This is an optimization exercise on Yosys and OpenROAD, whose aim is small area, a short achievable clock period and few clock cycles, not a production implementation.
RTL that was checked went through simulation tests only; none was proved equivalent to the original.
Only the layout flow was run in runs 3 to 5; the RTL was not checked for function there.

<file path="design/flow/flow/margin.txt">
23
</file>
<file path="design/flow/flow/run.sh">
#!/bin/bash
set -euo pipefail
margin=$(cat flow/margin.txt)
printf 'export SETUP_SLACK_MARGIN = %s\n' "$margin" >> config.mk
bash standard.sh > standard_make.log 2>&1
</file>
<file path="design/flow/standard.sh">
#!/bin/bash
# synth_recipe.tcl (not shown) runs the flow's synth.tcl, then flattens the netlist and writes it again
# the make line also repeats each setting of config.mk as NAME=value (left out here)
make -C /OpenROAD-flow-scripts/flow DESIGN_CONFIG=/design/flow/config.mk WORK_HOME=/design/flow/orfs CLKGATE_MAP_FILE= SYNTH_SCRIPT=/design/flow/synth_recipe.tcl "${@:-finish}"
</file>
<file path="design/flow/design.v">
module prb_comp_dec (
    input  wire        bad,       
    input  wire        m3,        
    input  wire        mul,       
    input  wire [4:0]  t,         
    input  wire [16:0] x,         
    input  wire [8:0]  y,         
    output wire [15:0] q,
    output wire        sat
);
    wire [15:0] u = x[16:1];
    wire [2:0]  seg = u[14:12];
    wire [19:0] a   = {7'd0, 1'b1, u[11:0]} << seg;
    reg  [7:0]  ah;
    reg         z;
    integer j;
    always @* begin
        z = 1'b1;
        for (j = 0; j < 8; j = j + 1) begin
            ah[j] = a[12 + j] ^ z;
            z = z & ~a[12 + j];
        end
    end
    wire [19:0] ml  = {ah, a[11:0]};
    reg  [20:0] v3;
    reg         o;
    always @* begin
        o = 1'b0;
        for (j = 0; j < 21; j = j + 1) begin
            v3[j] = (j < 20 ? ml[j] : 1'b0) ^ (u[15] & o);
            o = o | (j < 20 ? ml[j] : 1'b0);
        end
    end
    wire [20:0] v   = m3 ? v3 : {{5{u[15]}}, u};
    wire [50:0] g   = {{15{v[20]}}, v, 15'd0};
    wire [50:0] gs  = g >> t;
    wire [20:0] dif = v ^ {21{v[20]}};
    wire [31:0] tge = 32'hffffffff << t;                  
    wire        fit_s = ~|(dif & tge[20:0]);
    wire [15:0] y_s   = fit_s ? gs[15:0] : (v[20] ? 16'h8000 : 16'h7fff);
    wire [17:0] yr;
    wire        tie;
    prb_mul mu (.x(x), .y(y), .yr(yr), .tie(tie));
    wire        fit_m = (yr[17:15] == 3'b000) | (yr[17:15] == 3'b111);
    wire [15:0] y_m  = fit_m ? {yr[15:1], yr[0] & ~tie} : (yr[17] ? 16'h8000 : 16'h7fff);
    assign q   = bad ? 16'd0 : (mul ? y_m : y_s);
    assign sat = ~bad & (mul ? ~fit_m : ~fit_s);
endmodule
module prb_mul (
    input  wire [16:0] x,
    input  wire [8:0]  y,
    output wire [17:0] yr,
    output wire        tie
);
    wire [10:0] yy = {y[8], y, 1'b0};
    reg  [25:0] r0, r1, r2, r3, r4, r5;
    reg  [25:0] rr;
    reg  [17:0] sel;
    reg         neg, one, two, pneg;
    integer i;
    always @* begin
        pneg = 1'b0;
        r0 = 26'd0; r1 = 26'd0; r2 = 26'd0; r3 = 26'd0; r4 = 26'd0;
        for (i = 0; i < 5; i = i + 1) begin
            neg = yy[2*i+2];
            one = yy[2*i+1] ^ yy[2*i];
            two = (yy[2*i+2] & ~yy[2*i+1] & ~yy[2*i]) | (~yy[2*i+2] & yy[2*i+1] & yy[2*i]);
            sel = ({18{one}} & {x[16], x}) | ({18{two}} & {x, 1'b0});
            sel = sel ^ {18{neg}};
            rr  = ({7'd0, ~sel[17], sel} << (2*i)) | ({25'd0, pneg} << (2*i) >> 2);
            case (i)
                0: r0 = rr;
                1: r1 = rr;
                2: r2 = rr;
                3: r3 = rr;
                default: r4 = rr;
            endcase
            pneg = neg;
        end
        r5 = 26'h2ac_0080 | {17'd0, pneg, 8'd0};
    end
    function [51:0] csa(input [25:0] a, input [25:0] b, input [25:0] c);
        csa = {a ^ b ^ c, ((a & b) | (a & c) | (b & c)) << 1};
    endfunction
    wire [51:0] l1a = csa(r0, r1, r2);
    wire [51:0] l1b = csa(r3, r4, r5);
    wire [51:0] l2  = csa(l1a[51:26], l1a[25:0], l1b[51:26]);
    wire [51:0] l3  = csa(l2[51:26], l2[25:0], l1b[25:0]);
    wire [25:0] p   = l3[51:26] + l3[25:0];
    assign yr  = p[25:8];
    assign tie = (p[7:0] == 8'd0);
endmodule
module prb_decomp (
    input  wire        clk,
    input  wire        rst,           
    input  wire [3:0]  cfg_meth,      
    input  wire [3:0]  cfg_width,     
    input  wire [15:0] cfg_mc_scale,  
    input  wire        cfg_mc_csf,    
    input  wire        in_valid,
    output wire        in_ready,
    input  wire [7:0]  in_data,
    output reg         out_valid,
    input  wire        out_ready,
    output reg  [15:0] out_i,
    output reg  [15:0] out_q,
    output reg  [1:0]  out_sat,       
    output reg         out_bad,       
    output reg         out_last       
);
    reg        rdy_q;
    reg [31:0] acc;                   
    reg [5:0]  n;                     
    reg [5:0]  bcnt;                  
    reg        pend;                  
    reg [3:0]  fi_meth;
    reg [3:0]  fi_w;                  
    reg [15:0] fi_k;                  
    reg        fi_csf;
    assign in_ready = rdy_q;
    wire take    = in_valid & rdy_q;
    wire first   = (bcnt == 6'd0);
    wire cfg_par = (cfg_meth[3:2] == 2'b00) && (cfg_meth[1:0] != 2'b00);
    wire take_d  = take & ~(first & cfg_par);           
    wire [4:0] fi_w5  = {fi_w == 4'd0, fi_w};
    wire       fi_par = (fi_meth[3:2] == 2'b00) && (fi_meth[1:0] != 2'b00);
    wire [5:0] fi_bl  = {fi_w5, 1'b0} + {1'b0, fi_w5} - {5'd0, ~fi_par};  
    wire       blast  = (bcnt == fi_bl);
    reg [4:0]  xcnt;                  
    reg [16:0] rx;                    
    reg [8:0]  ry;                    
    reg        u_v, u_q, u_last;
    reg [3:0]  fd_w;
    reg        fd_c4;                 
    reg        fd_bad, fd_m3, fd_mul, fd_m4;
    reg [4:0]  fd_t;                  
    wire       fi_m0  = (fi_meth == 4'd0);
    wire       fi_m3  = (fi_meth == 4'd3);
    wire       fi_m4  = (fi_meth == 4'd4);
    wire       fi_ok  = (fi_meth <= 4'd2) | (fi_m3 & (fi_w5 >= 5'd4)) | (fi_m4 & (fi_w5 <= 5'd8));
    wire [4:0] fi_t   = fi_m0 ? 5'd15 : (5'd31 - {1'b0, fi_k[3:0]} - fi_w5);
    wire [4:0] fd_w5 = {fd_w == 4'd0, fd_w};
    wire       xnew  = (xcnt == 5'd0);
    wire [4:0] wx    = xnew ? fi_w5 : fd_w5;
    wire       have  = (n >= {1'b0, wx});
    wire       u_ok  = ~u_v | ~out_valid | out_ready;
    wire       ext   = have & (xnew ? (~u_v | ~out_valid) : u_ok);
    wire [46:0] ewin = {acc, 15'd0};
    wire [5:0]  nm1  = n - 6'd1;
    wire [46:0] esh  = ewin >> nm1[4:0];
    wire [15:0] umask = ~(16'hffff >> wx);
    wire        csfx = xnew ? (fi_m4 & fi_csf) : fd_c4;
    wire [15:0] cbit = {1'b0, umask[15:1]} & ~umask & {16{csfx}};
    wire [15:0] u_nx = (esh[15:0] & umask) | cbit;
    wire        m4x  = xnew ? fi_m4 : fd_m4;
    wire        ld_rx = xnew | ~m4x;
    wire        ld_ry = xnew | m4x;
    wire [16:0] rx_nx = m4x ? {1'b0, fi_k} : {u_nx, 1'b0};
    wire [8:0]  ry_nx = m4x ? u_nx[15:7] : {1'b0, fi_k[7:0]};
    wire [5:0] n_x  = n - {1'b0, wx};
    wire [5:0] n_00 = n;
    wire [5:0] n_01 = n + 6'd8;
    wire [5:0] n_10 = n_x;
    wire [5:0] n_11 = n_x + 6'd8;
    wire [5:0] n_nx = ext ? (take_d ? n_11 : n_10) : (take_d ? n_01 : n_00);
    wire [5:0] bcnt_nx = take ? (first ? 6'd1 : (blast ? 6'd0 : bcnt + 6'd1)) : bcnt;
    wire       pend_nx = (pend & ~(ext & xnew)) | (take & first);
    wire       rdy_nx  = (n_nx <= 6'd24) & ~((bcnt_nx == 6'd0) & pend_nx);
    wire [15:0] y;
    wire        ys;
    prb_comp_dec dec (
        .bad(fd_bad), .m3(fd_m3), .mul(fd_mul), .t(fd_t),
        .x(rx), .y(ry), .q(y), .sat(ys)
    );
    wire out_free = ~out_valid | out_ready;
    wire wr_i = u_v & ~u_q & out_free;
    wire wr_q = u_v &  u_q & out_free;
    always @(posedge clk) begin
        if (rst) begin
            rdy_q     <= 1'b1;
            n         <= 6'd0;
            bcnt      <= 6'd0;
            pend      <= 1'b0;
            xcnt      <= 5'd0;
            u_v       <= 1'b0;
            out_valid <= 1'b0;
        end else begin
            rdy_q <= rdy_nx;
            n     <= n_nx;
            bcnt  <= bcnt_nx;
            pend  <= pend_nx;
            if (ext)
                xcnt <= (xcnt == 5'd23) ? 5'd0 : xcnt + 5'd1;
            if (ext)
                u_v <= 1'b1;
            else if (out_free)
                u_v <= 1'b0;
            if (wr_q)
                out_valid <= 1'b1;
            else if (out_ready)
                out_valid <= 1'b0;
        end
    end
    always @(posedge clk) begin
        if (take_d)
            acc <= {acc[23:0], in_data};
        if (take & first) begin
            fi_meth <= cfg_meth;
            fi_w    <= cfg_width;
            fi_k    <= (cfg_meth == 4'd4) ? cfg_mc_scale : {8'd0, in_data};
            fi_csf  <= cfg_mc_csf;
        end
        if (ext) begin
            if (ld_rx)
                rx <= rx_nx;
            if (ld_ry)
                ry <= ry_nx;
            u_q    <= xcnt[0];
            u_last <= (xcnt == 5'd23);
        end
        if (ext & xnew) begin
            fd_w    <= fi_w;
            fd_c4   <= fi_m4 & fi_csf;
            fd_bad  <= ~fi_ok;
            fd_m3   <= fi_m3;
            fd_mul  <= (fi_meth == 4'd2) | fi_m4;
            fd_m4   <= fi_m4;
            fd_t    <= fi_t;
        end
        if (wr_i) begin
            out_i      <= y;
            out_sat[1] <= ys;
        end
        if (wr_q) begin
            out_q      <= y;
            out_sat[0] <= ys;
            out_bad    <= fd_bad;
            out_last   <= u_last;
        end
    end
endmodule
</file>
<file path="design/flow/config.mk">
export PLATFORM = sky130hd
export DESIGN_NAME = prb_decomp
export DESIGN_NICKNAME = prb_decomp
export VERILOG_FILES = /design/flow/design.v
export SDC_FILE = /design/flow/constraint.sdc
export NUM_CORES = 4
export LEC_CHECK = 0
export ABC_AREA = 1
export CAP_MARGIN = 20
export CELL_PAD_IN_SITES_DETAIL_PLACEMENT = 1
export CELL_PAD_IN_SITES_GLOBAL_PLACEMENT = 2
export CORE_MARGIN = 2
export CORE_UTILIZATION = 30
export PLACE_DENSITY = 0.45
export SLEW_MARGIN = 20
export SETUP_SLACK_MARGIN = 23
</file>
<file path="design/flow/constraint.sdc">
create_clock -name core_clock -period 30.0 [get_ports {clk}]
set_input_delay 6.0000 -clock core_clock [delete_from_list [all_inputs] [get_ports {clk}]]
set_output_delay 6.0000 -clock core_clock [all_outputs]
set_load 0.01 [all_outputs]
</file>
==> flow_summary.toml, run 1 <==
[run_status]
outcome = "no timing/DRC/antenna violations"

[synth]
synth_edf_count = 135
yosysWarnings = 3
synth_ff_type = "edfxtp_1"
seq_area_frac_synth_pct = 28.41
syn_inst = 2189
synth-seq-cells = 156
synthArstFlopShare_pct = 0
synth_cell_types = 62
syn-cell-area_mm2 = 0.01575
avgSynthCellArea_um2 = 7.196
synth_nets = 2365

[placement]
dp_slack_ns = 21.36
routabilityCongestion = 0.8304
port_buffers = 74
hpwlAfterDp_mm = 44.74

[cts]
cts.sinks = 156
htreeDepth = 4
cts_made_buffers = 17
clock_latency_ns = 0.44
cts-root-buf = "clkbuf_16"
path_clk_slew_ns = 0.07
cts_tree = "built"
clockBufferDepth = 2
hold_buffers = 0

[detailed_routing]
vias = 14590
firstDrtPassIters = 5
ant_nets = 0
first_iter_violations = 593
wl_mm = 57.88
viasPerCell = 4.975
route.detailed.drc = 0
wl_per_cell_um = 19.74

[critical_path]
crit_type = "flip-flop to primary output"
crit_chain = "buf_2"
critPathCaptureType = "primary output"
critPathSlowestCell = "edfxtp_1"
critPathLaunchType = "flip-flop"
critPathBufInv = 1
cp.arrival_ns = 1.01
crit_path_max_incr_delay_ns = 0.40
required_ns = 24.00
crit_path_max_fanout = 1
cp_top_family = "flip-flops"

[sta]
fin_crit_ns = 7.007
tns_ns = 0
fin_crit_sh_pct = 23.36
setup_viol = 0
slew_headroom_pct = 31.99
tightestPinTransition_ns = 1.019
layout_setup_ws_ns = 22.99
max_clock_freq_mhz = 142.7
rsz0062_at_grt = "true"
hold_slack_ns = 0.4661
drv_slew = 0
finClkSkew_ns = 0.01218
hold_viol = 0

[cells_and_area]
finalNetCount = 2415
drive_gt1_share_pct = 10.48
final_common_cell = "nand2_1"
diodes = 0
nFillCells = 6370
final_cell_mix = "nand2_1, inv_1, o21ai_0, nand3_1, edfxtp_1"
syn_to_final_growth_pct = 15.08

[flow_run]
drv_cap = 0

[global_route]
grtUsageTotal_pct = 21.61
antenna_found_initial = 0
grt_max_degree = 38
grt.overflow.total = 0
grt_first_pass_wirelength_mm = 90.16
grt_pass1_vias = 15220

[floorplanning]
die_h_um = 233.1
initial_utilization_pct = 30.52
core_region_area_mm2 = 0.05161
ioPinCount = 75
die-area_mm2 = 0.05435
die_w_um = 233.1
std_cell_rows = 83

[worst_hold_path]
hold_class = "flip-flop to flip-flop"
## state kept, by name, indices dropped and copies added (netlist names), 6 cells and up
name,flops
acc,32
bcnt,6
fi_k,16
n,6
out_i,16
out_q,16
rx,17
ry,9
## kinds of logic (layout without fill, tap and decap cells)
logic type                 count (synthesis)  in the layout  synth area share [%]
and+or+nand+nor                          932            932                 24.88
AOI/OAI and AO/OA                        430            430                 15.50
buffers and inverters                    393            456                 9.778
DFF                                      156            156                 28.41
adders and majority gates                139            139                 13.52
xor gates and xnor gates                 123            123                 6.839
muxes                                     16             16                 1.080
## worst paths after layout
check / slack, ns / depth (start not counted) / endpoint / startpoint
min reg2reg: 0.47 / 0 / out_last$_DFFE_PP_ / u_last$_DFFE_PP_
min: 0.47 / 0 / out_last$_DFFE_PP_ / u_last$_DFFE_PP_
max reg2reg: 23.44 / 30 / out_q[7]$_DFFE_PP_ / ry[3]$_DFFE_PP_
max: 22.99 / 1 / out_i[6] / out_i[6]$_DFFE_PP_
## stage by stage
stage          instances  instance area [µm²]  utilization, %
2_1_floorplan       2189                15870               -
3_3_place_gp        2867                17220           33.37
3_5_place_dp        2867                17220           33.37
4_1_cts             2922                17940           34.76
5_1_grt             2932                18130           35.12
6_report            2932                18130           35.12
## layer usage
layer,routed length [µm],up-vias,global-route usage [%]
met2,28420,158,38.04
met4,690,0,3.583
met5,0,-,0
li1,-,7346,-
met3,1039,26,1.624
met1,27730,7056,29.24
## synth_stat cells (4+ instances only)
cell      instances  area share (%)
nand2_2           5            0.20
ha_1             87             6.9
buf_1            18            0.43
a31oi_1          17            0.68
o221ai_1          4            0.22
o21ai_1          18            0.57
a211oi_1          5            0.24
mux2i_1           8            0.51
nand3_1         145             4.6
inv_1           270             6.4
nand2_1         593              14
nand4_1          10            0.40
edfxtp_1        135              26
nor3_1            9            0.29
mux2_2            8            0.57
o22ai_1          65             2.6
o211ai_1         14            0.67
a22oi_1           6            0.29
clkbuf_1         73             1.7
inv_2             9            0.21
clkinv_1          9            0.21
buf_6             7            0.50
dfxtp_1          21             2.7
nor4_1            4            0.16
or2_2            13            0.52
a21oi_1          90             2.9
o21ai_0         183             5.8
nor2_1          132             3.1
buf_2             5            0.16
nand3b_1          4            0.19
fa_1             52             6.6
xor2_1          101             5.6
xnor2_1          22             1.2
## cell type report
class | instances | area [µm²] | area share [%]
multi-input combinational | 1640 | 9981 | 55.06
clock inverter | 14 | 168.9 | 0.9319
timing repair buffer | 135 | 1101 | 6.074
inverter | 289 | 1114 | 6.143
tap | 680 | 850.8 | 4.694
clock buffer | 18 | 429.2 | 2.368
sequential | 156 | 4482 | 24.73
## timing repair
item / in CTS / in global routing
endpoints found under the setup margin: 211 / 64
pin swaps: 4 / 12
gates resized for setup: 191 / 47
setup buffers: 21 / 10
gates cloned: 2 / 0
Testbench counts, summed over its fixed seeds: cycles 102,509.
==> inputs of run 2 (changes only) <==
==> design/flow/config.mk (replaced) <==
export PLATFORM = sky130hd
export DESIGN_NAME = prb_decomp
export DESIGN_NICKNAME = prb_decomp
export VERILOG_FILES = /design/flow/design.v
export SDC_FILE = /design/flow/constraint.sdc
export NUM_CORES = 4
export LEC_CHECK = 0
export ABC_AREA = 1
export CAP_MARGIN = 20
export CELL_PAD_IN_SITES_DETAIL_PLACEMENT = 0
export CELL_PAD_IN_SITES_GLOBAL_PLACEMENT = 0
export CORE_MARGIN = 2
export CORE_UTILIZATION = 55
export CTS_BUF_LIST = sky130_fd_sc_hd__clkbuf_4 sky130_fd_sc_hd__clkbuf_8
export CTS_CLUSTER_SIZE = 30
export PLACE_DENSITY = 0.65
export SLEW_MARGIN = 20
export SETUP_SLACK_MARGIN = 23
==> flow_summary.toml, run 2 <==
[detailed_routing]
wl_per_cell_um = 16.64
ant_nets = 0
firstDrtPassIters = 9
route.detailed.drc = 0
first_iter_violations = 1419
wl_mm = 43.45
viasPerCell = 5.636
vias = 14720

[cts]
cts-root-buf = "clkbuf_8"
htreeDepth = 4
cts_made_buffers = 17
cts.sinks = 156
clock_latency_ns = 0.48
clockBufferDepth = 2
path_clk_slew_ns = 0.08
cts_tree = "built"

[cells_and_area]
drive_gt1_share_pct = 9.046
nFillCells = 2637
syn_to_final_growth_pct = 10.07
final_cell_mix = "nand2_1, inv_1, o21ai_0, nand3_1, edfxtp_1"
seqCellArea_mm2 = 0.004479
multiInputGateArea_mm2 = 0.009906
final_common_cell = "nand2_1"
finalNetCount = 2396
diodes = 0
largest_reg_flops = 32
regMostFlops = "acc"
top_regs = "acc (32), rx (17)"
final_cells = 2611

[placement]
routabilityCongestion = 0.9189
dpl.cell_count = 2553
port_buffers = 74
hpwlAfterDp_mm = 32.76

[global_route]
grt_max_degree = 38
grt_first_pass_wirelength_mm = 70.51
grtUsageTotal_pct = 28.98
grt.overflow.total = 0
grt_pass1_vias = 13650
antenna_found_initial = 0

[synth]
synth_edf_count = 135
synth_top_cells_by_count = "nand2_1, inv_1, o21ai_0"
synthArstFlopShare_pct = 0
synth_nets = 2365
syn_inst = 2189
synth_cell_types = 62
yosysWarnings = 3
avgSynthCellArea_um2 = 7.196
synth.most_common_cell = "nand2_1"
synth_top_area_share_pct = 25.74
seq_area_frac_synth_pct = 28.41
synth_ff_type = "edfxtp_1"
synth-seq-cells = 156
yosys-top-cells-area = "edfxtp_1, nand2_1, ha_1"
syn-cell-area_mm2 = 0.01575
synth_area_leader_cell = "edfxtp_1"

[floorplanning]
core_region_area_mm2 = 0.02801
die-area_mm2 = 0.03001
die_h_um = 173.2
ioPinCount = 75
initial_utilization_pct = 56.23
std_cell_rows = 61
die_w_um = 173.2

[worst_hold_path]
hp-start = "u_last$_DFFE_PP_"
hold_class = "flip-flop to flip-flop"

[sta]
tightestPinTransition_ns = 0.9446
finClkSkew_ns = 0.02199
tns_ns = 0
setup_viol = 0
slew_headroom_pct = 37.03
drv_slew = 0
max_clock_freq_mhz = 141.2
hold_viol = 0
fin_crit_sh_pct = 23.61
fin_crit_ns = 7.082
rsz0062_at_grt = "true"

[critical_path]
crit_path_max_fanout = 1
critPathBufInv = 1
required_ns = 24.00
crit_chain = "buf_2"
cp_top_family = "flip-flops"
r2r_setup_slack_ns = 23.53
cp.arrival_ns = 1.08
crit_path_max_incr_delay_ns = 0.45
r2r_start = "ry[5]$_DFFE_PP_"
crit_type = "flip-flop to primary output"
critPathLaunchType = "flip-flop"
startpoint = "out_last$_DFFE_PP_"
critPathSlowestCell = "edfxtp_1"
critPathCaptureType = "primary output"

[run_status]
outcome = "no timing/DRC/antenna violations"

[flow_run]
drv_cap = 0
## run 2: cell types whose count changed in the layout (fill, tap and decap cells not counted), moves of 3 or more
cell / delta
clkbuf_16: -17
clkbuf_8: +17
xor2_1: +3
xor2_2: -3
buf_6: -4
buf_4: -15
inv_1: +3
inv_8: -3
o21ai_2: -3
## run 2: logic make-up after synthesis
logic type / count (synthesis) / synth area share [%]
AND/OR/NAND/NOR: 932 / 24.88
AO/OA/AOI/OAI: 430 / 15.50
buffers and inverters: 393 / 9.778
flip-flops: 156 / 28.41
adder cells (fa/ha/maj): 139 / 13.52
XOR/XNOR: 123 / 6.839
multiplexers: 16 / 1.080
## run 2: path summary, 6_finish.rpt
check | endpoint | depth (start not counted)
worst max-delay path | out_last | 1
worst min-delay path | out_last$_DFFE_PP_ | 0
worst max register to register | out_i[13]$_DFFE_PP_ | 26
worst min register to register | out_last$_DFFE_PP_ | 0
## run 2: repair_timing
action	CTS	global route
hold buffers	0	0
setup endpoints to repair	198	106
gates resized for setup	173	35
pin swaps	4	12
cloned	2	0
buffers inserted	13	11
## run 2: through the flow
stage | instance area [µm²] | setup slack [ns] | util, % | hold WS, ns
2_1_floorplan | 15870 | 22.25 | - | 0.4003
3_3_place_gp | 16740 | 21.53 | 59.78 | 0.4037
3_5_place_dp | 16740 | 21.53 | 59.78 | 0.4200
4_1_cts | 17190 | 22.81 | 61.38 | 0.4245
5_1_grt | 17340 | 22.88 | 61.90 | 0.4472
6_report | 17340 | 22.92 | 61.90 | 0.4228
## run 2: metal layers
metal	global-route usage [%]	up-vias	wire length (µm)
met5	0	-	0
met2	48.30	571	20380
met3	3.575	80	2841
li1	-	7327	-
met1	39.40	6738	18960
met4	9.251	0	1265
## run 2: worst register-to-register path, delay by kind of cell, from the launching register on
family / cells / cell delay (ns)
adder cells (fa/ha/maj): 4 / 1.86
flip-flops: 1 / 0.41
XOR/XNOR: 2 / 0.37
buffers and inverters: 4 / 0.49
AND/OR/NAND/NOR: 8 / 1.08
AO/OA/AOI/OAI: 8 / 2.01
## run 2: area by class of cell
cell class                      count  share of cell area (%)
Tap cell                          378                   2.728
Clock inverter                     14                   1.061
Inverter                          289                   6.408
Sequential cell                   156                   25.84
Clock buffer                       18                   1.393
Timing Repair Buffer              116                   5.441
Multi-Input combinational cell   1640                   57.13
==> inputs of run 3 (changes only) <==
--- a/design/flow/design.v
+++ b/design/flow/design.v
@@ -1,4 +1,3 @@
 module prb_comp_dec (
-    input  wire        bad,       
     input  wire        m3,        
     input  wire        mul,       
@@ -38,12 +37,13 @@
     wire [31:0] tge = 32'hffffffff << t;                  
     wire        fit_s = ~|(dif & tge[20:0]);
-    wire [15:0] y_s   = fit_s ? gs[15:0] : (v[20] ? 16'h8000 : 16'h7fff);
     wire [17:0] yr;
     wire        tie;
     prb_mul mu (.x(x), .y(y), .yr(yr), .tie(tie));
     wire        fit_m = (yr[17:15] == 3'b000) | (yr[17:15] == 3'b111);
-    wire [15:0] y_m  = fit_m ? {yr[15:1], yr[0] & ~tie} : (yr[17] ? 16'h8000 : 16'h7fff);
-    assign q   = bad ? 16'd0 : (mul ? y_m : y_s);
-    assign sat = ~bad & (mul ? ~fit_m : ~fit_s);
+    wire        fit  = mul ? fit_m : fit_s;
+    wire        sgn  = mul ? yr[17] : v[20];
+    wire [15:0] val  = mul ? {yr[15:1], yr[0] & ~tie} : gs[15:0];
+    assign q   = fit ? val : (sgn ? 16'h8000 : 16'h7fff);
+    assign sat = ~fit;
 endmodule
 module prb_mul (
@@ -87,7 +87,11 @@
     wire [51:0] l2  = csa(l1a[51:26], l1a[25:0], l1b[51:26]);
     wire [51:0] l3  = csa(l2[51:26], l2[25:0], l1b[25:0]);
-    wire [25:0] p   = l3[51:26] + l3[25:0];
-    assign yr  = p[25:8];
-    assign tie = (p[7:0] == 8'd0);
+    wire [25:0] sa  = l3[51:26];
+    wire [25:0] sb  = l3[25:0];
+    wire [8:0]  lo  = {1'b0, sa[7:0]} + {1'b0, sb[7:0]};
+    wire [7:0]  zb  = (sa[7:0] ^ sb[7:0]) ^ {sa[6:0] | sb[6:0], 1'b0};
+    wire [18:0] hi  = {sa[25:8], 1'b1} + {sb[25:8], lo[8]};
+    assign yr  = hi[18:1];
+    assign tie = ~|zb;
 endmodule
 module prb_decomp (
@@ -139,5 +143,5 @@
     wire       fi_m4  = (fi_meth == 4'd4);
     wire       fi_ok  = (fi_meth <= 4'd2) | (fi_m3 & (fi_w5 >= 5'd4)) | (fi_m4 & (fi_w5 <= 5'd8));
-    wire [4:0] fi_t   = fi_m0 ? 5'd15 : (5'd31 - {1'b0, fi_k[3:0]} - fi_w5);
+    wire [4:0] fi_t   = (fi_m0 | ~fi_ok) ? 5'd15 : (5'd31 - {1'b0, fi_k[3:0]} - fi_w5);
     wire [4:0] fd_w5 = {fd_w == 4'd0, fd_w};
     wire       xnew  = (xcnt == 5'd0);
@@ -150,8 +154,9 @@
     wire [46:0] esh  = ewin >> nm1[4:0];
     wire [15:0] umask = ~(16'hffff >> wx);
-    wire        csfx = xnew ? (fi_m4 & fi_csf) : fd_c4;
+    wire        csfx = xnew ? (fi_m4 & fi_ok & fi_csf) : fd_c4;
+    wire        badx = xnew ? ~fi_ok : fd_bad;
     wire [15:0] cbit = {1'b0, umask[15:1]} & ~umask & {16{csfx}};
-    wire [15:0] u_nx = (esh[15:0] & umask) | cbit;
-    wire        m4x  = xnew ? fi_m4 : fd_m4;
+    wire [15:0] u_nx = (esh[15:0] & umask & {16{~badx}}) | cbit;
+    wire        m4x  = xnew ? (fi_m4 & fi_ok) : fd_m4;
     wire        ld_rx = xnew | ~m4x;
     wire        ld_ry = xnew | m4x;
@@ -170,5 +175,5 @@
     wire        ys;
     prb_comp_dec dec (
-        .bad(fd_bad), .m3(fd_m3), .mul(fd_mul), .t(fd_t),
+        .m3(fd_m3), .mul(fd_mul), .t(fd_t),
         .x(rx), .y(ry), .q(y), .sat(ys)
     );
@@ -221,9 +226,9 @@
         if (ext & xnew) begin
             fd_w    <= fi_w;
-            fd_c4   <= fi_m4 & fi_csf;
+            fd_c4   <= fi_m4 & fi_ok & fi_csf;
             fd_bad  <= ~fi_ok;
-            fd_m3   <= fi_m3;
-            fd_mul  <= (fi_meth == 4'd2) | fi_m4;
-            fd_m4   <= fi_m4;
+            fd_m3   <= fi_m3 & fi_ok;
+            fd_mul  <= ((fi_meth == 4'd2) | fi_m4) & fi_ok;
+            fd_m4   <= fi_m4 & fi_ok;
             fd_t    <= fi_t;
         end
==> flow_summary.toml, run 3 <==
[run_status]
outcome = "no timing/DRC/antenna violations"

[critical_path]
crit_path_max_fanout = 5
critPathCaptureType = "flip-flop"
r2r-end = "out_i[6]$_DFFE_PP_"
cp.arrival_ns = 7.41
r2r_cells = 26
critPathLaunchType = "input port"
required_ns = 30.35
r2r_start = "ry[1]$_DFFE_PP_"
crit_type = "input port to flip-flop"
r2r_setup_slack_ns = 23.52

[synth]
synth_cell_types = 64
synth_area_leader_cell = "edfxtp_1"
synth_ff_type = "edfxtp_1"
synth.most_common_cell = "nand2_1"
yosys-top-cells-area = "edfxtp_1, nand2_1, ha_1"
synth-seq-cells = 156
synth_nets = 2277
avgSynthCellArea_um2 = 7.384
synthArstFlopShare_pct = 0
seq_area_frac_synth_pct = 28.90
syn-cell-area_mm2 = 0.01548
syn_inst = 2097
yosysWarnings = 3
synth_edf_count = 135
synth_top_area_share_pct = 26.18
synth_top_cells_by_count = "nand2_1, inv_1, o21ai_0"

[cells_and_area]
nFillCells = 2667
diodes = 0
final_cells = 2521
regMostFlops = "acc"
drive_gt1_share_pct = 9.379
finalNetCount = 2310
seqCellArea_mm2 = 0.004481
postLayoutCellArea_mm2 = 0.01702
final_common_cell = "nand2_1"
top_regs = "acc (32), rx (17)"
syn_to_final_growth_pct = 9.931
multiInputGateArea_mm2 = 0.009821
final_cell_mix = "nand2_1, inv_1, o21ai_0, nand3_1, edfxtp_1"
largest_reg_flops = 32

[detailed_routing]
wl_mm = 44.87
firstDrtPassIters = 6
wl_per_cell_um = 17.80
ant_nets = 0
vias = 14590
viasPerCell = 5.787
route.detailed.drc = 0
first_iter_violations = 1156

[sta]
slew_headroom_pct = 30.71
drv_slew = 0
fin_crit_sh_pct = 23.54
hold_viol = 0
tns_ns = 0
tightestPinTransition_ns = 1.039
finClkSkew_ns = 0.02133
layout_setup_ws_ns = 22.94
max_clock_freq_mhz = 141.6
rsz0062_at_grt = "true"
fin_crit_ns = 7.063
setup_viol = 0

[floorplanning]
die_w_um = 171.8
die-area_mm2 = 0.02951
ioPinCount = 75
std_cell_rows = 61
core_region_area_mm2 = 0.02778
die_h_um = 171.8
initial_utilization_pct = 55.73

[global_route]
grt_pass1_vias = 13880
grt_max_degree = 39
grt_first_pass_wirelength_mm = 70.91
grtUsageTotal_pct = 30.62
antenna_found_initial = 0
grt.overflow.total = 0

[cts]
clockBufferDepth = 2
cts_made_buffers = 17
clock_latency_ns = 0.46
hold_buffers = 0
cts-root-buf = "clkbuf_8"
path_clk_slew_ns = 0.10
cts.sinks = 156
cts_tree = "built"
htreeDepth = 4

[placement]
place_area_mm2 = 0.01651
dpl.cell_count = 2467
dp_slack_ns = 21.30
port_buffers = 74
routabilityCongestion = 0.9507
hpwlAfterDp_mm = 34.12

[worst_hold_path]
hold_depth = 0
hold_class = "flip-flop to flip-flop"
hold_end = "acc[22]$_DFFE_PP_"
hp-start = "acc[14]$_DFFE_PP_"

[flow_run]
drv_cap = 0
## run 3: cell count changes after synthesis, sizes merged, moves of 4 or more
| cell | change |
|---|---|
| mux2i | +11 |
| o31ai | +4 |
| inv | -52 |
| o21ai | -5 |
| buf | -7 |
| or2 | -5 |
| clkbuf | +4 |
| clkinv | +5 |
| nor2 | +4 |
| nand2 | -60 |
| nand3 | +11 |
## run 3: kinds of logic after synthesis
family                     after synthesis  share of synthesized area, %
DFF                                    156                         28.90
muxes                                   28                         1.883
and+or+nand+nor                        883                         24.23
buffers and inverters                  343                         8.687
AOI/OAI and AO/OA                      427                         15.56
xor gates and xnor gates               117                         6.618
adders and majority gates              143                         14.13
## run 3: timing repair
action / in CTS / in global routing
pin swaps: 9 / 8
setup endpoints to repair: 224 / 103
resized for setup: 189 / 17
buffers inserted: 13 / 6
gates cloned: 3 / 0
## run 3: final cells by class
| class | count | share of cell area, % |
|---|---|---|
| Multi-Input combinational cell | 1600 | 57.70 |
| Sequential cell | 156 | 26.32 |
| Inverter | 242 | 5.535 |
| Timing Repair Buffer | 113 | 5.381 |
| Tap cell | 378 | 2.779 |
| Clock buffer | 17 | 1.375 |
| Clock inverter | 15 | 0.9115 |
## run 3: worst max path at each step
| stage | start | end | cells past startpoint |
|---|---|---|---|
| finish | out_ready | rdy_q$_SDFF_PP1_ | 11 |
| CTS | cfg_meth[0] | rdy_q$_SDFF_PP1_ | 12 |
| global placement | out_ready | rdy_q$_SDFF_PP1_ | 11 |
| global route | out_ready | rdy_q$_SDFF_PP1_ | 11 |
| detailed placement | out_ready | rdy_q$_SDFF_PP1_ | 11 |
| floorplan | cfg_meth[1] | rdy_q$_SDFF_PP1_ | 10 |
## run 3: critical path, cell delays in order
cell and delay (ns):
clkbuf_4 0.17, inv_16 0.04, o21ai_4 0.17, nand2_4 0.14
nor2_4 0.16, inv_1 0.07, a21oi_1 0.14, nor2_1 0.07
nand3_1 0.14, nor3_2 0.06, a311oi_1 0.25
## run 3: routing by layer
layer,track usage [%],routed length (µm),vias to the layer above
li1,-,-,7097
met1,39.58,19210,6893
met2,53.52,21940,519
met3,3.267,2482,81
met4,10.30,1244,0
met5,0,0,-
## run 3: through the flow
stage | hold slack (ns) | utilization [%]
2_1_floorplan | 0.4003 | -
3_3_place_gp | 0.4351 | 59.43
3_5_place_dp | 0.4362 | 59.43
4_1_cts | 0.4544 | 60.89
5_1_grt | 0.4652 | 61.27
6_report | 0.4481 | 61.27
==> inputs of run 4 (changes only) <==
==> design/flow/flow/run.sh (replaced) <==
#!/bin/bash
set -euo pipefail
cat flow/extra.mk >> config.mk
bash standard.sh > standard_make.log 2>&1
==> design/flow/flow/extra.mk (new file) <==
export SETUP_SLACK_MARGIN = 23
export BUFFER_PORTS_ARGS = -buffer_cell sky130_fd_sc_hd__buf_2
--- a/design/flow/config.mk
+++ b/design/flow/config.mk
@@ -17,2 +17,3 @@
 export SLEW_MARGIN = 20
 export SETUP_SLACK_MARGIN = 23
+export BUFFER_PORTS_ARGS = -buffer_cell sky130_fd_sc_hd__buf_2
removed: design/flow/flow/margin.txt
==> flow_summary.toml, run 4 <==
[cells_and_area]
final_common_cell = "nand2_1"
postLayoutCellArea_mm2 = 0.01677
top_regs = "acc (32), rx (17)"
finalNetCount = 2300
regMostFlops = "acc"
drive_gt1_share_pct = 10.41
syn_to_final_growth_pct = 8.283
final_cell_mix = "nand2_1, inv_1, o21ai_0, nand3_1, edfxtp_1"
largest_reg_flops = 32
diodes = 0

[synth]
synth_top_area_share_pct = 26.18
avgSynthCellArea_um2 = 7.384
synth_top_cells_by_count = "nand2_1, inv_1, o21ai_0"
synthArstFlopShare_pct = 0
synth_ff_type = "edfxtp_1"
synth_area_leader_cell = "edfxtp_1"
syn_inst = 2097
yosysWarnings = 3
yosys-top-cells-area = "edfxtp_1, nand2_1, ha_1"
synth-seq-cells = 156
synth.most_common_cell = "nand2_1"
synth_edf_count = 135
seq_area_frac_synth_pct = 28.90
synth_cell_types = 64
syn-cell-area_mm2 = 0.01548
synth_nets = 2277

[critical_path]
crit_path_max_fanout = 4
required_ns = 30.37
critPathLaunchType = "input port"
critPathBufInv = 3
cp_top_family = "compound AO/OA/AOI/OAI gates"
crit_chain = "buf_8, nor2_4, nor2_4, a31oi_4, buf_12, nand2_4, xor2_1, xor2_1, nand2_1, o211ai_1, inv_1, a311oi_1"
cp.arrival_ns = 7.44
crit_path_max_incr_delay_ns = 0.24
critPathCaptureType = "flip-flop"
critPathSlowestCell = "a311oi_1"
crit_type = "input port to flip-flop"

[global_route]
grtUsageTotal_pct = 30.63
grt_first_pass_wirelength_mm = 71.02
grt_pass1_vias = 13630
grt_max_degree = 39
antenna_found_initial = 0
grt.overflow.total = 0

[cts]
clock_latency_ns = 0.46
htreeDepth = 4
cts_made_buffers = 17
path_clk_slew_ns = 0.09
clockBufferDepth = 2
cts-root-buf = "clkbuf_8"
cts_tree = "built"
cts.sinks = 156

[floorplanning]
ioPinCount = 75
die_w_um = 171.8
core_region_area_mm2 = 0.02778
die_h_um = 171.8
die-area_mm2 = 0.02951
initial_utilization_pct = 55.73
std_cell_rows = 61

[sta]
rsz0062_at_grt = "true"
hold_slack_ns = 0.4540
tns_ns = 0
slew_headroom_pct = 27.94
hold_viol = 0
tightestPinTransition_ns = 1.081
finClkSkew_ns = 0.01237
setup_viol = 0
fin_crit_ns = 7.072
layout_setup_ws_ns = 22.93
fin_crit_sh_pct = 23.57
max_clock_freq_mhz = 141.4
drv_slew = 0

[worst_hold_path]
hold_class = "flip-flop to flip-flop"

[detailed_routing]
first_iter_violations = 1131
firstDrtPassIters = 5
ant_nets = 0
vias = 14280
route.detailed.drc = 0
viasPerCell = 5.685
wl_mm = 44.14
wl_per_cell_um = 17.58

[run_status]
outcome = "no timing/DRC/antenna violations"

[placement]
place_area_mm2 = 0.01614
dp_slack_ns = 21.82
routabilityCongestion = 0.9493
hpwlAfterDp_mm = 33.86
port_buffers = 74

[flow_run]
drv_cap = 0
==> run 4: cell counts after synthesis <==
No cell type changed its count.
==> run 4: cell type report <==
class / count / area, µm²
Multi-Input combinational cell: 1599 / 9823
Sequential cell: 156 / 4481
Timing Repair Buffer: 104 / 673.1
Clock buffer: 17 / 234.0
Clock inverter: 15 / 140.1
Inverter: 242 / 942.2
Tap cell: 378 / 473.0
Fill cell: 2695 / 11020
==> run 4: routing by layer <==
layer / track usage (%) / up-vias / part of all wire [%] / wire length, µm
met5: 0 / - / 0 / 0
met4: 8.842 / 0 / 2.4 / 1040
met3: 3.543 / 77 / 5.0 / 2227
met2: 52.84 / 458 / 49 / 21490
met1: 40.61 / 6659 / 44 / 19380
li1: - / 7082 / - / -
==> run 4: logic make-up after synthesis <==
family | after synthesis | synth area share (%)
AND/OR/NAND/NOR | 883 | 24.23
AO/OA/AOI/OAI | 427 | 15.56
buffers and inverters | 343 | 8.687
flip-flops | 156 | 28.90
adder cells (fa/ha/maj) | 143 | 14.13
XOR/XNOR | 117 | 6.618
multiplexers | 28 | 1.883
==> run 4: path summary, 6_finish.rpt <==
| check | slack, ns | startpoint | depth (start not counted) | end |
|---|---|---|---|---|
| max | 22.93 | cfg_meth[0] | 12 | rdy_q$_SDFF_PP1_ |
| min reg2reg | 0.45 | acc[14]$_DFFE_PP_ | 0 | acc[22]$_DFFE_PP_ |
| max reg2reg | 23.47 | ry[1]$_DFFE_PP_ | 29 | out_i[6]$_DFFE_PP_ |
| min | 0.45 | acc[14]$_DFFE_PP_ | 0 | acc[22]$_DFFE_PP_ |
==> run 4: timing repair <==
action / in CTS / in global routing
setup endpoints to repair: 88 / 109
gates cloned: 1 / 1
resized for setup: 5 / 28
pin swaps: 2 / 6
buffers inserted: 5 / 5
hold buffers: 0 / 0
==> run 4: per-stage QoR <==
stage	cells	utilization (%)
2_1_floorplan	2097	-
3_3_place_gp	2467	58.09
3_5_place_dp	2467	58.09
4_1_cts	2505	59.80
5_1_grt	2511	60.35
6_report	2511	60.35
==> inputs of run 5 (changes only) <==
==> design/flow/flow/run.sh (replaced) <==
#!/bin/bash
set -euo pipefail
margin=$(cat flow/margin.txt)
printf 'export SETUP_SLACK_MARGIN = %s\n' "$margin" >> config.mk
bash standard.sh > standard_make.log 2>&1
==> design/flow/flow/margin.txt (new file) <==
23
==> design/flow/config.mk (replaced) <==
export PLATFORM = sky130hd
export DESIGN_NAME = prb_decomp
export DESIGN_NICKNAME = prb_decomp
export VERILOG_FILES = /design/flow/design.v
export SDC_FILE = /design/flow/constraint.sdc
export NUM_CORES = 4
export LEC_CHECK = 0
export ABC_AREA = 1
export CAP_MARGIN = 20
export CELL_PAD_IN_SITES_DETAIL_PLACEMENT = 1
export CELL_PAD_IN_SITES_GLOBAL_PLACEMENT = 2
export CORE_MARGIN = 2
export CORE_UTILIZATION = 30
export PLACE_DENSITY = 0.45
export SLEW_MARGIN = 20
export SETUP_SLACK_MARGIN = 23
removed: design/flow/flow/extra.mk
==> flow_summary.toml, run 5 <==
[synth]
synth_area_leader_cell = "edfxtp_1"
synth_nets = 2277
syn-cell-area_mm2 = 0.01548
synth_top_cells_by_count = "nand2_1, inv_1, o21ai_0"
synth-seq-cells = 156
synth_ff_type = "edfxtp_1"
seq_area_frac_synth_pct = 28.90
syn_inst = 2097
synthArstFlopShare_pct = 0
yosys-top-cells-area = "edfxtp_1, nand2_1, ha_1"
yosysWarnings = 3
synth_edf_count = 135
synth_cell_types = 64
synth_top_area_share_pct = 26.18
synth.most_common_cell = "nand2_1"
avgSynthCellArea_um2 = 7.384

[sta]
tightestPinTransition_ns = 1.007
hold_slack_ns = 0.4337
tns_ns = 0
fin_crit_ns = 7.018
fin_crit_sh_pct = 23.39
rsz0062_at_grt = "true"
finClkSkew_ns = 0.01253
hold_viol = 0
setup_viol = 0
max_clock_freq_mhz = 142.5
drv_slew = 0
slew_headroom_pct = 32.83

[placement]
routabilityCongestion = 0.8351
port_buffers = 74
place_area_mm2 = 0.01695
hpwlAfterDp_mm = 45.38

[global_route]
antenna_found_initial = 0
grt_pass1_vias = 15050
grt.overflow.total = 0
grt_first_pass_wirelength_mm = 89.27
grt_max_degree = 39
grtUsageTotal_pct = 21.84

[cells_and_area]
postLayoutCellArea_mm2 = 0.01777
final_cell_mix = "nand2_1, inv_1, o21ai_0, nand3_1, edfxtp_1"
top_regs = "acc (32), rx (17)"
finalNetCount = 2320
diodes = 0
syn_to_final_growth_pct = 14.76
largest_reg_flops = 32
regMostFlops = "acc"
drive_gt1_share_pct = 10.68
final_common_cell = "nand2_1"
nFillCells = 6186

[detailed_routing]
route.detailed.drc = 0
ant_nets = 0
wl_mm = 57.87
wl_per_cell_um = 20.43
vias = 14380
first_iter_violations = 708
firstDrtPassIters = 7
viasPerCell = 5.074

[floorplanning]
die_w_um = 231.2
core_region_area_mm2 = 0.05120
initial_utilization_pct = 30.24
die_h_um = 231.2
std_cell_rows = 83
ioPinCount = 75
die-area_mm2 = 0.05344

[critical_path]
critPathSlowestCell = "edfxtp_1"
required_ns = 24.00
r2r-end = "out_i[6]$_DFFE_PP_"
r2r_start = "ry[3]$_DFFE_PP_"
crit_type = "flip-flop to primary output"
r2r_cells = 30
crit_chain = "buf_2"
cp_top_family = "flip-flops"
r2r_setup_slack_ns = 23.50
critPathLaunchType = "flip-flop"
crit_path_max_incr_delay_ns = 0.41
critPathBufInv = 1
critPathCaptureType = "primary output"
cp.arrival_ns = 1.02
crit_path_max_fanout = 1

[worst_hold_path]
hold_end = "out_last$_DFFE_PP_"
hold_depth = 0
hold_class = "flip-flop to flip-flop"
hp-start = "u_last$_DFFE_PP_"

[cts]
cts_made_buffers = 17
clock_latency_ns = 0.45
cts.sinks = 156
hold_buffers = 0
path_clk_slew_ns = 0.07
clockBufferDepth = 2
cts-root-buf = "clkbuf_16"
cts_tree = "built"
htreeDepth = 4

[run_status]
outcome = "no timing/DRC/antenna violations"

[flow_run]
drv_cap = 0
## run 5: cells by family (layout without fill, tap and decap cells)
kind of cell	count (synthesis)	count (layout)	share of synthesized area, %
xor+xnor	117	117	6.618
buf+inv	343	397	8.687
fa+ha+maj	143	143	14.13
compound gates	427	427	15.56
mux	28	28	1.883
simple gates	883	885	24.23
flops	156	156	28.90
## run 5: what timing repair did
item	in CTS	in global routing
pin swaps	9	9
gates cloned	3	0
endpoints found under the setup margin	226	66
setup buffers	13	9
resized for setup	204	37
## run 5: worst max path at each step
stage | startpoint | endpoint | slack (ns) | depth (start not counted)
CTS | cfg_meth[0] | rdy_q$_SDFF_PP1_ | 22.91 | 12
floorplan | cfg_meth[1] | rdy_q$_SDFF_PP1_ | 22.19 | 10
finish | out_q[2]$_DFFE_PP_ | out_q[2] | 22.98 | 1
global placement | out_ready | rdy_q$_SDFF_PP1_ | 21.20 | 11
global route | cfg_meth[1] | rdy_q$_SDFF_PP1_ | 22.89 | 12
detailed placement | out_ready | rdy_q$_SDFF_PP1_ | 21.14 | 11
## run 5: per-layer routing
layer	vias to the layer above	track usage, %	share of wire [%]
met2	183	38.17	49
met4	0	5.685	1.9
met3	52	1.981	2.1
met5	-	0	0
met1	7039	28.87	47
li1	7102	-	-
## run 5: per-stage QoR
step           setup WS (ns)  cells  utilization [%]
2_1_floorplan          22.19   2097                -
3_3_place_gp           21.20   2776            33.11
3_5_place_dp           21.14   2776            33.11
4_1_cts                22.91   2824            34.35
5_1_grt                22.89   2833            34.71
6_report               22.98   2833            34.71
## run 5: area by class of cell
type | count | area (µm²) | area share, %
inverters | 242 | 944.7 | 5.316
clock inverters | 14 | 136.4 | 0.7675
multi-input cells | 1600 | 9922 | 55.84
flip-flops and latches | 156 | 4479 | 25.21
repair buffers | 123 | 1007 | 5.668
clock buffers | 18 | 429.2 | 2.415
well taps | 680 | 850.8 | 4.788
==> inputs of run 6 (changes only) <==
--- a/design/flow/design.v
+++ b/design/flow/design.v
@@ -33,5 +33,9 @@
     wire [20:0] v   = m3 ? v3 : {{5{u[15]}}, u};
     wire [50:0] g   = {{15{v[20]}}, v, 15'd0};
-    wire [50:0] gs  = g >> t;
+    wire [30:0] g16 = t[4] ? g[46:16]   : g[30:0];
+    wire [22:0] g8  = t[3] ? g16[30:8]  : g16[22:0];
+    wire [18:0] g4  = t[2] ? g8[22:4]   : g8[18:0];
+    wire [16:0] g2  = t[1] ? g4[18:2]   : g4[16:0];
+    wire [15:0] gs  = t[0] ? g2[16:1]   : g2[15:0];
     wire [20:0] dif = v ^ {21{v[20]}};
     wire [31:0] tge = 32'hffffffff << t;                  
@@ -152,5 +156,9 @@
     wire [46:0] ewin = {acc, 15'd0};
     wire [5:0]  nm1  = n - 6'd1;
-    wire [46:0] esh  = ewin >> nm1[4:0];
+    wire [30:0] es16 = nm1[4] ? ewin[46:16] : ewin[30:0];
+    wire [22:0] es8  = nm1[3] ? es16[30:8]  : es16[22:0];
+    wire [18:0] es4  = nm1[2] ? es8[22:4]   : es8[18:0];
+    wire [16:0] es2  = nm1[1] ? es4[18:2]   : es4[16:0];
+    wire [15:0] esh  = nm1[0] ? es2[16:1]   : es2[15:0];
     wire [15:0] umask = ~(16'hffff >> wx);
     wire        csfx = xnew ? (fi_m4 & fi_ok & fi_csf) : fd_c4;
==> flow_summary.toml, run 6 <==
[synth]
synth_ff_type = "edfxtp_1"
synth_nets = 2117
synth-seq-cells = 156
synth_area_leader_cell = "edfxtp_1"
syn_inst = 1937
syn-cell-area_mm2 = 0.01479
synth_cell_types = 59
synth_top_area_share_pct = 27.41
synthArstFlopShare_pct = 0
synth_edf_count = 135
synth.most_common_cell = "nand2_1"
seq_area_frac_synth_pct = 30.25
yosys-top-cells-area = "edfxtp_1, nand2_1, ha_1"
avgSynthCellArea_um2 = 7.636
synth_top_cells_by_count = "nand2_1, inv_1, o21ai_0"
yosysWarnings = 3

[cells_and_area]
top_regs = "acc (32), rx (17)"
regMostFlops = "acc"
multiInputGateArea_mm2 = 0.009300
nFillCells = 5923
fin_util_pct = 35.42
syn_to_final_growth_pct = 16.99
drive_gt1_share_pct = 12.02
seqCellArea_mm2 = 0.004482
final_cell_mix = "nand2_1, inv_1, o21ai_0, edfxtp_1, nand3_1"
finalNetCount = 2189
final_common_cell = "nand2_1"
largest_reg_flops = 32
diodes = 0

[detailed_routing]
route.detailed.drc = 0
vias = 13410
first_iter_violations = 553
viasPerCell = 4.994
firstDrtPassIters = 5
wl_mm = 52.10
ant_nets = 0
wl_per_cell_um = 19.40

[critical_path]
crit_path_max_incr_delay_ns = 0.44
cp_top_family = "flip-flops"
critPathSlowestCell = "edfxtp_1"
crit_type = "flip-flop to primary output"
critPathCaptureType = "primary output"
cp.arrival_ns = 1.08
critPathLaunchType = "flip-flop"
crit_path_max_fanout = 1
critPathBufInv = 1
required_ns = 24.00
crit_chain = "buf_2"

[placement]
routabilityCongestion = 0.7868
hpwlAfterDp_mm = 40.06
port_buffers = 74
dp_slack_ns = 21.51

[sta]
finClkSkew_ns = 0.01120
setup_viol = 0
drv_slew = 0
fin_crit_ns = 7.081
max_clock_freq_mhz = 141.2
slew_headroom_pct = 28.98
hold_viol = 0
rsz0062_at_grt = "true"
tightestPinTransition_ns = 1.049
tns_ns = 0
fin_crit_sh_pct = 23.60
layout_setup_ws_ns = 22.92

[cts]
cts_tree = "built"
path_clk_slew_ns = 0.07
cts-root-buf = "clkbuf_16"
htreeDepth = 4
clock_latency_ns = 0.48
cts.sinks = 156
cts_made_buffers = 17
clockBufferDepth = 2

[floorplanning]
die_h_um = 226.1
die-area_mm2 = 0.05110
ioPinCount = 75
core_region_area_mm2 = 0.04885
std_cell_rows = 81
die_w_um = 226.1
initial_utilization_pct = 30.28

[global_route]
grtUsageTotal_pct = 21.09
grt_first_pass_wirelength_mm = 82.03
grt_pass1_vias = 14050
grt_max_degree = 30
antenna_found_initial = 0
grt.overflow.total = 0

[run_status]
outcome = "no timing/DRC/antenna violations"

[worst_hold_path]
hold_class = "flip-flop to flip-flop"

[flow_run]
drv_cap = 0
run 6: per-layer routing:
layer  part of all wire, %  track usage (%)
met1                    46            26.71
met5                     0                0
met3                   2.2            2.862
met4                   1.7            5.306
met2                    50            37.65
run 6: metrics by stage:
step | hold slack, ns | std cells | area (µm²)
6_report | 0.4493 | 2686 | 17300
5_1_grt | 0.4668 | 2686 | 17300
4_1_cts | 0.4542 | 2670 | 17060
3_5_place_dp | 0.4374 | 2612 | 16220
3_3_place_gp | 0.4297 | 2612 | 16220
2_1_floorplan | 0.4003 | 1937 | 14880
run 6: what timing repair did:
item	4_1_cts	5_1_grt
setup buffers	21	15
gates cloned	5	1
resized for setup	216	38
hold buffers	0	0
setup endpoints to repair	190	90
pin swaps	10	18
run 6: worst paths after layout:
path / slack, ns / end / depth (start not counted) / from
worst min-delay path: 0.45 / acc[26]$_DFFE_PP_ / 0 / acc[18]$_DFFE_PP_
worst max-delay path: 22.92 / out_sat[1] / 1 / out_sat[1]$_DFFE_PP_
worst max register to register: 23.49 / out_i[14]$_DFFE_PP_ / 35 / ry[1]$_DFFE_PP_
worst min register to register: 0.45 / acc[26]$_DFFE_PP_ / 0 / acc[18]$_DFFE_PP_
run 6: final cells by class:
class	count	area share [%]
multi-input cells	1463	53.75
flip-flops and latches	156	25.90
repair buffers	138	6.927
inverters	233	5.257
well taps	664	4.801
clock buffers	22	2.936
clock inverters	10	0.4338
run 6: logic make-up after synthesis:
family          Yosys count  share of synthesized area (%)
fa+ha+maj               143                          14.79
compound gates          399                          15.45
mux                      18                          1.286
xor+xnor                115                          6.860
buf+inv                 320                          8.729
flops                   156                          30.25
simple gates            786                          22.64
Testbench counts of run 6, summed over its fixed seeds: cycles 102,509.
==> inputs of run 7 (changes only) <==
==> design/flow/flow/run.sh (replaced) <==
#!/bin/bash
set -euo pipefail
cat flow/extra.mk >> config.mk
bash standard.sh > standard_make.log 2>&1
==> design/flow/flow/extra.mk (new file) <==
export SETUP_SLACK_MARGIN = 23
export BUFFER_PORTS_ARGS = -buffer_cell sky130_fd_sc_hd__buf_2
--- a/design/flow/config.mk
+++ b/design/flow/config.mk
@@ -15,2 +15,3 @@
 export SLEW_MARGIN = 20
 export SETUP_SLACK_MARGIN = 23
+export BUFFER_PORTS_ARGS = -buffer_cell sky130_fd_sc_hd__buf_2
removed: design/flow/flow/margin.txt
==> flow_summary.toml, run 7 <==
[synth]
synth_cell_types = 59
synth_top_family_by_area = "simple AND/OR/NAND/NOR gates"
syn-cell-area_mm2 = 0.01479
synthAdderAreaFrac_pct = 14.79
syn_inst = 1937
synth_nets = 2117
synth-simple-area-share_pct = 22.64
synth-seq-cells = 156
yosys.area_share.xor_xnor_pct = 6.860
yosys-top-cells-area = "edfxtp_1, nand2_1, ha_1"
synth_area_leader_cell = "edfxtp_1"
synth_edf_count = 135
avgSynthCellArea_um2 = 7.636
synth_ff_type = "edfxtp_1"
seq_area_frac_synth_pct = 30.25
synth_top_area_share_pct = 27.41
yosysWarnings = 3
synth-compound-area-share_pct = 15.45
synth.most_common_cell = "nand2_1"
synthMuxAreaShare_pct = 1.286
synth_top_cells_by_count = "nand2_1, inv_1, o21ai_0"
synthArstFlopShare_pct = 0

[cells_and_area]
final_cells = 2672
syn_to_final_growth_pct = 14.97
top_regs = "acc (32), rx (17)"
final_cell_mix = "nand2_1, inv_1, o21ai_0, edfxtp_1, nand3_1"
nFillCells = 5934
diodes = 0
largest_reg_flops = 32
drive_gt1_share_pct = 12.70
final_common_cell = "nand2_1"
fin_util_pct = 34.81
regMostFlops = "acc"
finalNetCount = 2175

[cts]
clock_latency_ns = 0.49
hold_buffers = 0
cts.sinks = 156
cts-root-buf = "clkbuf_16"
htreeDepth = 4
clockBufferDepth = 2
cts_made_buffers = 17
cts_tree = "built"
path_clk_slew_ns = 0.07

[global_route]
grt_max_degree = 30
grt_pass1_vias = 13850
grt_first_pass_wirelength_mm = 82.07
grt.overflow.total = 0
antenna_found_initial = 0
grtUsageTotal_pct = 21.32

[placement]
port_buffers = 74
hpwlAfterDp_mm = 40.52
routabilityCongestion = 0.8332
dp_slack_ns = 21.46
dpl.cell_count = 2611

[sta]
fin_crit_ns = 7.145
layout_setup_ws_ns = 22.86
tightestPinTransition_ns = 0.9702
max_clock_freq_mhz = 140.0
setup_viol = 0
tns_ns = 0
finClkSkew_ns = 0.01836
hold_viol = 0
drv_slew = 0
hold_slack_ns = 0.4439
rsz0062_at_grt = "true"
slew_headroom_pct = 34.30
fin_crit_sh_pct = 23.82

[floorplanning]
ioPinCount = 75
initial_utilization_pct = 30.28
std_cell_rows = 81
core_region_area_mm2 = 0.04885
die-area_mm2 = 0.05110
die_h_um = 226.1
die_w_um = 226.1

[detailed_routing]
ant_nets = 0
route.detailed.drc = 0
firstDrtPassIters = 5
wl_mm = 52.82
first_iter_violations = 624
wl_per_cell_um = 19.77
vias = 13360
viasPerCell = 4.999

[critical_path]
critPathCaptureType = "primary output"
required_ns = 24.00
cp.arrival_ns = 1.14
crit_chain = "buf_2"
critPathLaunchType = "flip-flop"
critPathSlowestCell = "edfxtp_1"
crit_path_max_incr_delay_ns = 0.47
cp_top_family = "flip-flops"
critPathBufInv = 1
crit_path_max_fanout = 1
crit_type = "flip-flop to primary output"

[flow_run]
drv_cap = 0

[worst_hold_path]
hold_class = "flip-flop to flip-flop"

[run_status]
outcome = "no timing/DRC/antenna violations"
-- run 7: worst paths after layout --
path	start	end	slack, ns	cells past startpoint
setup / recovery	out_sat[1]$_DFFE_PP_	out_sat[1]	22.86	1
hold / removal	acc[17]$_DFFE_PP_	acc[25]$_DFFE_PP_	0.44	0
setup reg to reg	rx[2]$_DFFE_PP_	out_q[9]$_DFFE_PP_	23.50	31
hold reg to reg	acc[17]$_DFFE_PP_	acc[25]$_DFFE_PP_	0.44	0
-- run 7: per-layer routing --
layer	vias to the layer above	share of wire [%]	global-route usage, %
li1	6669	-	-
met1	6492	46	26.68
met2	144	49	37.21
met3	53	2.4	3.331
met4	0	2.7	7.301
met5	-	0	0
-- run 7: stage by stage --
stage | area, µm²
after floorplan | 14880
after global placement | 15830
after CTS | 16670
final | 17010
after global routing | 17010
after detailed placement | 15850
-- run 7: cell families (layout without fill, tap and decap cells) --
family,Yosys count,count (layout)
fa+ha+maj,143,143
simple gates,786,790
xor+xnor,115,115
mux,18,18
compound gates,399,399
buf+inv,320,387
flops,156,156
-- run 7: area by class of cell --
class	count	area (µm²)	area share, %
clock buffers	26	544.3	3.200
clock inverters	6	42.54	0.2501
inverters	233	917.1	5.393
multi-input cells	1465	9334	54.89
flip-flops and latches	156	4479	26.34
well taps	664	830.8	4.885
repair buffers	122	858.3	5.047
-- run 7: repair_timing --
action                     in CTS  in global routing
buffers inserted                9                 15
cloned                          4                  1
pin swaps                       6                 14
setup endpoints to repair     133                 87
hold endpoints to repair        0                  0
gates resized for setup        36                 40
==> inputs of run 8 (changes only) <==
--- a/design/flow/config.mk
+++ b/design/flow/config.mk
@@ -8,9 +8,11 @@
 export ABC_AREA = 1
 export CAP_MARGIN = 20
-export CELL_PAD_IN_SITES_DETAIL_PLACEMENT = 1
-export CELL_PAD_IN_SITES_GLOBAL_PLACEMENT = 2
+export CELL_PAD_IN_SITES_DETAIL_PLACEMENT = 0
+export CELL_PAD_IN_SITES_GLOBAL_PLACEMENT = 0
 export CORE_MARGIN = 2
-export CORE_UTILIZATION = 30
-export PLACE_DENSITY = 0.45
+export CORE_UTILIZATION = 65
+export CTS_BUF_LIST = sky130_fd_sc_hd__clkbuf_4 sky130_fd_sc_hd__clkbuf_8
+export CTS_CLUSTER_SIZE = 30
+export PLACE_DENSITY = 0.75
 export SLEW_MARGIN = 20
 export SETUP_SLACK_MARGIN = 23
==> flow_summary.toml, run 8 <==
[global_route]
grt.overflow.total = 0
grt_max_degree = 30
grt_first_pass_wirelength_mm = 65.44
grt_pass1_vias = 12660
grtUsageTotal_pct = 34.51
antenna_found_initial = 0

[sta]
rsz0062_at_grt = "true"
fin_crit_ns = 7.030
slew_headroom_pct = 31.23
finClkSkew_ns = 0.01826
drv_slew = 0
setup_viol = 0
max_clock_freq_mhz = 142.3
tns_ns = 0
hold_viol = 0
tightestPinTransition_ns = 1.031
fin_crit_sh_pct = 23.43

[critical_path]
critPathBufInv = 1
critPathSlowestCell = "edfxtp_1"
crit_path_max_incr_delay_ns = 0.40
cp_top_family = "flip-flops"
crit_chain = "buf_2"
crit_path_max_fanout = 1
critPathLaunchType = "flip-flop"
r2r_start = "rx[4]$_DFFE_PP_"
crit_type = "flip-flop to primary output"
critPathCaptureType = "primary output"
required_ns = 24.00
startpoint = "out_i[4]$_DFFE_PP_"
cp.arrival_ns = 1.03

[floorplanning]
die-area_mm2 = 0.02398
initial_utilization_pct = 65.73
core_region_area_mm2 = 0.02250
ioPinCount = 75
std_cell_rows = 55
die_w_um = 154.9
die_h_um = 154.9

[cells_and_area]
diodes = 0
nFillCells = 1882
top_regs = "acc (32), rx (17)"
syn_to_final_growth_pct = 10.20
regMostFlops = "acc"
finalNetCount = 2182
final_cell_mix = "nand2_1, inv_1, o21ai_0, edfxtp_1, nand3_1"
final_common_cell = "nand2_1"
drive_gt1_share_pct = 12.95
largest_reg_flops = 32

[detailed_routing]
top_layer = "met4"
ant_nets = 0
first_iter_violations = 1653
wl_per_cell_um = 18.32
wl_mm = 42.14
viasPerCell = 6.052
route.detailed.drc = 0
met1_length_mm = 17.42
wl_met2_mm = 19.67
firstDrtPassIters = 8
vias = 13920
wl_met3_mm = 3.337

[worst_hold_path]
hold_class = "flip-flop to flip-flop"
hp-start = "u_last$_DFFE_PP_"

[cts]
cts-root-buf = "clkbuf_8"
cts.sinks = 156
cts_tree = "built"
htreeDepth = 4
clock_latency_ns = 0.47
cts_made_buffers = 17
path_clk_slew_ns = 0.10
hold_buffers = 0
clockBufferDepth = 2

[synth]
synth_ff_type = "edfxtp_1"
synth_top_area_share_pct = 27.41
synth_area_leader_cell = "edfxtp_1"
yosysWarnings = 3
synth_edf_count = 135
synthArstFlopShare_pct = 0
seq_area_frac_synth_pct = 30.25
synth_nets = 2117
synth-seq-cells = 156
avgSynthCellArea_um2 = 7.636
synth_top_cells_by_count = "nand2_1, inv_1, o21ai_0"
synth.most_common_cell = "nand2_1"
syn-cell-area_mm2 = 0.01479
syn_inst = 1937
yosys-top-cells-area = "edfxtp_1, nand2_1, ha_1"
synth_cell_types = 59

[run_status]
outcome = "no timing/DRC/antenna violations"

[placement]
hpwlAfterDp_mm = 30.91
routabilityCongestion = 1.002
port_buffers = 74

[flow_run]
drv_cap = 0
## run 8: layout make-up
type	instances	area [µm²]	area share, %
Timing Repair Buffer	127	822.0	5.043
Inverter	233	923.4	5.665
Sequential cell	156	4482	27.49
Multi-Input combinational cell	1467	9310	57.12
Tap cell	285	356.6	2.188
Clock inverter	15	172.7	1.059
Clock buffer	17	234.0	1.435
## run 8: kinds of logic after synthesis
logic type / count (synthesis) / synth area share (%)
xor+xnor: 115 / 6.860
mux: 18 / 1.286
fa+ha+maj: 143 / 14.79
compound gates: 399 / 15.45
buf+inv: 320 / 8.729
flops: 156 / 30.25
simple gates: 786 / 22.64
## run 8: worst register-to-register path, delay by kind of cell, from the launching register on
family | cells | cell delay (ns)
adders and majority gates | 5 | 2.04
AOI/OAI and AO/OA | 10 | 1.53
and+or+nand+nor | 11 | 1.27
DFF | 1 | 0.57
buffers and inverters | 3 | 0.48
xor gates and xnor gates | 2 | 0.43
## run 8: what timing repair did
item,4_1_cts,5_1_grt
endpoints found under the setup margin,137,91
buffers inserted,10,31
pin swaps,7,19
resized for setup,20,46
gates cloned,5,1
## run 8: path summary, 6_finish.rpt
| check | to | slack (ns) | depth (start not counted) |
|---|---|---|---|
| max | out_i[4] | 22.97 | 1 |
| max reg2reg | out_i[7]$_DFFE_PP_ | 23.44 | 31 |
| min | out_last$_DFFE_PP_ | 0.43 | 0 |
| min reg2reg | out_last$_DFFE_PP_ | 0.43 | 0 |
## run 8: through the flow
step	instance area, µm²	utilization (%)	setup WS (ns)	cells	hold slack [ns]
finish	16300	72.44	22.97	2300	0.4350
global route	16300	72.44	22.93	2300	0.4449
CTS	15880	70.58	22.95	2268	0.4340
detailed placement	15280	67.92	21.90	2221	0.4135
global placement	15280	67.92	21.99	2221	0.4183
floorplan	14880	-	22.41	1937	0.4003
## run 8: metal layers
layer | up-vias | global-route usage (%)
met3 | 127 | 5.822
met1 | 6445 | 46.12
met2 | 678 | 56.68
met5 | - | 0
li1 | 6670 | -
met4 | 0 | 13.36

separate check: timing with driven ports:
How much do the figures lean on ideal ports? The routed layouts below were timed once more, with nothing changed but the port constraints.
Step 1 (the two cells are an assumption about what drives the block):
set clk [get_ports {clk}]
set_driving_cell -lib_cell sky130_fd_sc_hd__clkbuf_16 $clk
set_driving_cell -lib_cell sky130_fd_sc_hd__buf_2 [delete_from_list [all_inputs] $clk]
Step 2 moves the port delays by t, midway between the first and last clock arrival at a register: inputs arrive t later, outputs are due t later. That takes back most of the time a late clock gives input paths.
a / b / c = ideal / step 1 / step 2; a / b = the first two.
run	t, ns	setup WS [ns]	worst setup path at the end	worst data-port slew with drivers (ns)
run 1	0.488	22.993 / 22.943 / 22.550	input to register	0.05
run 2	0.514	22.918 / 22.870 / 22.488	input to register	0.05
run 3	0.489	22.937 / 22.899 / 22.467	input to register	0.05
run 4	0.494	22.928 / 22.887 / 22.434	input to register	0.05
run 5	0.493	22.982 / 22.932 / 22.510	input to register	0.04
run 6	0.528	22.919 / 22.862 / 22.501	input to register	0.05
run 7	0.539	22.856 / 22.798 / 22.544	input to register	0.05
run 8	0.500	22.970 / 22.926 / 22.541	input to register	0.05
After both steps setup and hold are still met in every run listed. For run 4, which loses most, drivers alone change the setup slack by -0.041 ns; drivers and shift together by -0.494 ns.
